What follows belongs to an exercise in optimizing a design on an open flow for small area; a production flow would make more cautious choices.
In this exercise RTL edits were held to simulation tests only and were not proved equivalent to the original.
No activity file was given, so power comes from the tool's default toggle rates.

==> trial 7: inputs <==
==> flow/design.v (excerpt) <==
module heddle (
    input  wire        clk,
    input  wire        rst_n,
    input  wire        bus_wr,
    input  wire        bus_rd,
    input  wire [4:0]  bus_addr,
    input  wire [31:0] bus_wdata,
    output reg  [31:0] bus_rdata,
    output wire [6:0]  prog_addr,
    input  wire [23:0] prog_data,
    input  wire [41:0] pin_in,
    output reg  [41:0] pin_out,
    output reg  [41:0] pin_oe,
    input  wire        angle_evt,
    input  wire        time_evt,
    output reg         wake,
    output reg         irq,
    output reg         fault_evt
);
Settings: LEC_CHECK=0, ABC_AREA=1, CAP_MARGIN=10, CORE_MARGIN=2, CORE_UTILIZATION=30, GPL_TIMING_DRIVEN=0, PLACE_DENSITY=0.5, SLEW_MARGIN=10; clock period 10.0 ns.
standard.sh (not shown) runs the stock make flow with config.mk's settings and CLKGATE_MAP_FILE= SYNTH_SCRIPT=/design/flow/synth_recipe.tcl, a recipe that flattens the netlist after the stock synthesis.
==> flow/flow/run.sh <==
#!/bin/bash
# Standard layout, with these changes that only affect how the layout is made:
#  - synthesis maps logic with an area-oriented ABC script (flow/abc_area.script);
#    registers come from the same dfflibmap step, so names and cells are unchanged
#  - input/output port buffers use sky130_fd_sc_hd__buf_1
#  - CTS inserts no dummy loads, and clusters up to 20 sinks on a clkbuf_16
#  - placement repairs slew and capacitance with the 10% margins of config.mk;
#    the steps from CTS on repair them with 40% margins (global-route parasitics),
#    to leave headroom for the routed wires
set -uo pipefail
status=0
rm -rf scripts_mod
cp -r "$FLOW_HOME/scripts" scripts_mod
cp flow/abc_area.script scripts_mod/abc_area.script
common=(
  SCRIPTS_DIR="$PWD/scripts_mod"
  ABC_AREA=1
  BUFFER_PORTS_ARGS="-buffer_cell sky130_fd_sc_hd__buf_1"
  CTS_ARGS="-sink_clustering_enable -repair_clock_nets -dont_use_dummy_load -buf_list sky130_fd_sc_hd__clkbuf_16 -sink_clustering_size 20 -sink_clustering_max_diameter 80"
)
bash standard.sh place "${common[@]}" > make_place.log 2>&1 || status=$?
if [[ $status -eq 0 ]]; then
  bash standard.sh finish "${common[@]}" SLEW_MARGIN=40 CAP_MARGIN=40 > make.log 2>&1 || status=$?
  tail -20 make.log
else
  tail -20 make_place.log
fi
exit $status
==> flow/flow/abc_area.script <==
&get -n
&st
&dc2
&dc2
&dc2
&dch -f
&nf -a -R 1000
&put
==> inputs of trial 4, as changes to trial 7 <==
==> flow/flow/run.sh (replaced) <==
#!/bin/bash
# Standard layout, with three changes that only affect how the layout is made:
#  - synthesis maps logic with an area-oriented ABC script (flow/abc_area.script);
#    registers come from the same dfflibmap step, so names and cells are unchanged
#  - input/output port buffers use sky130_fd_sc_hd__buf_1
#  - CTS inserts no dummy loads, and clusters up to 16 sinks on a clkbuf_16
set -uo pipefail
status=0
rm -rf scripts_mod
cp -r "$FLOW_HOME/scripts" scripts_mod
cp flow/abc_area.script scripts_mod/abc_area.script
bash standard.sh finish \
  SCRIPTS_DIR="$PWD/scripts_mod" \
  ABC_AREA=1 \
  BUFFER_PORTS_ARGS="-buffer_cell sky130_fd_sc_hd__buf_1" \
  CTS_ARGS="-sink_clustering_enable -repair_clock_nets -dont_use_dummy_load -buf_list sky130_fd_sc_hd__clkbuf_16 -sink_clustering_size 16 -sink_clustering_max_diameter 60" \
  > make.log 2>&1 || status=$?
tail -20 make.log
exit $status
- CAP_MARGIN: 10 -> 30
- SLEW_MARGIN: 10 -> 30
==> PnR_summary.wiki <==
{| class="wikitable"
! Metric !! Value
|-
| Run status || timing/DRC/antenna clean
|-
| Fraction of final layout cells with drive strength greater than 1 || between 8 and 9%
|-
| Kind of start point of the critical path || flop
|-
| HPWL Detailed || roughly 250 mm
|-
| Int Power || approximately 4.7 mW
|-
| Drt wl/cell || between 30 and 40 um
|-
| Final clock period utilization by the worst path || around 97%
|-
| Final setup slack of the worst path || around 0.3 ns
|-
| Clock network power consumption || about 2.3 mW
|-
| Critical path origin || smap[0]
|-
| Clock slew at the register clock pins of the worst setup and hold paths || approximately 0.09 ns
|-
| Depth of the worst register-to-register path || 27
|-
| Worst R2R Start || smap[0]
|-
| Switching power || approximately 2.1 mW
|-
| Met1 demand-to-capacity share in global routing || between 40% and 50%
|-
| Highest Clock Rate || just over 0.1 GHz
|-
| Utilization of the core after routing || 35.5%
|}
-- figures above: trial 7

==> PnR_summary.wiki <==
{| class="wikitable"
! Metric !! Value
|-
| Run status || timing/DRC/antenna clean
|-
| Drt wl/cell || 38.1 um
|-
| Final clock period utilization by the worst path || a little over nine tenths
|-
| Non-Filler Instances || approximately 8900
|-
| Setup slack of the most critical reg-to-reg path || slightly above 0.7 ns
|-
| Switching power || around 2.2 mW
|-
| Regs by FF count || qmem x256, smap x64
|-
| Kind of start point of the critical path || primary input
|-
| Met1 demand-to-capacity share in global routing || between 40% and 50%
|-
| Fraction of final layout cells with drive strength greater than 1 || approximately 8.1%
|-
| HPWL Detailed || approximately 240 mm
|-
| Clock network power consumption || 3.11 mW
|-
| Worst R2R Start || smap[3]
|-
| Final setup slack of the worst path || between 0.6 and 0.7 ns
|-
| Int Power || roughly 5.4 mW
|-
| Highest Clock Rate || roughly 0.11 GHz
|-
| Critical path origin || prog_data[9]
|-
| Crit path required time || ~11 ns
|-
| Hold path startpoint || events[14]
|}
-- figures above: trial 4

==> re-timing with driven ports <==
No port has a modelled driver above. Below, the same layouts with a new extraction and two added sets of constraints. Step 1 assumes that a clkbuf_16 drives the clock port and a buf_2 every other input. Step 2 also shifts input and output timing later by t, the mid clock arrival at the registers, as if the neighbouring blocks saw the same clock. Three values: ideal ports, drivers, drivers and shift; two values: the first two.
run | t, ns | setup slack, ns | worst setup path at the end | worst data-port slew with drivers (ns)
trial 7 | 0.756 | 0.300 / 0.300 / -0.338 | input to register | 0.14
trial 4 | 0.793 | 0.635 / 0.688 / -0.105 | input to register | 0.13
With both steps, setup timing fails in trial 7 and trial 4, where it was met with ideal ports. The setup slack of trial 4, which loses most, moves by +0.053 ns with the drivers and by -0.740 ns with both steps.
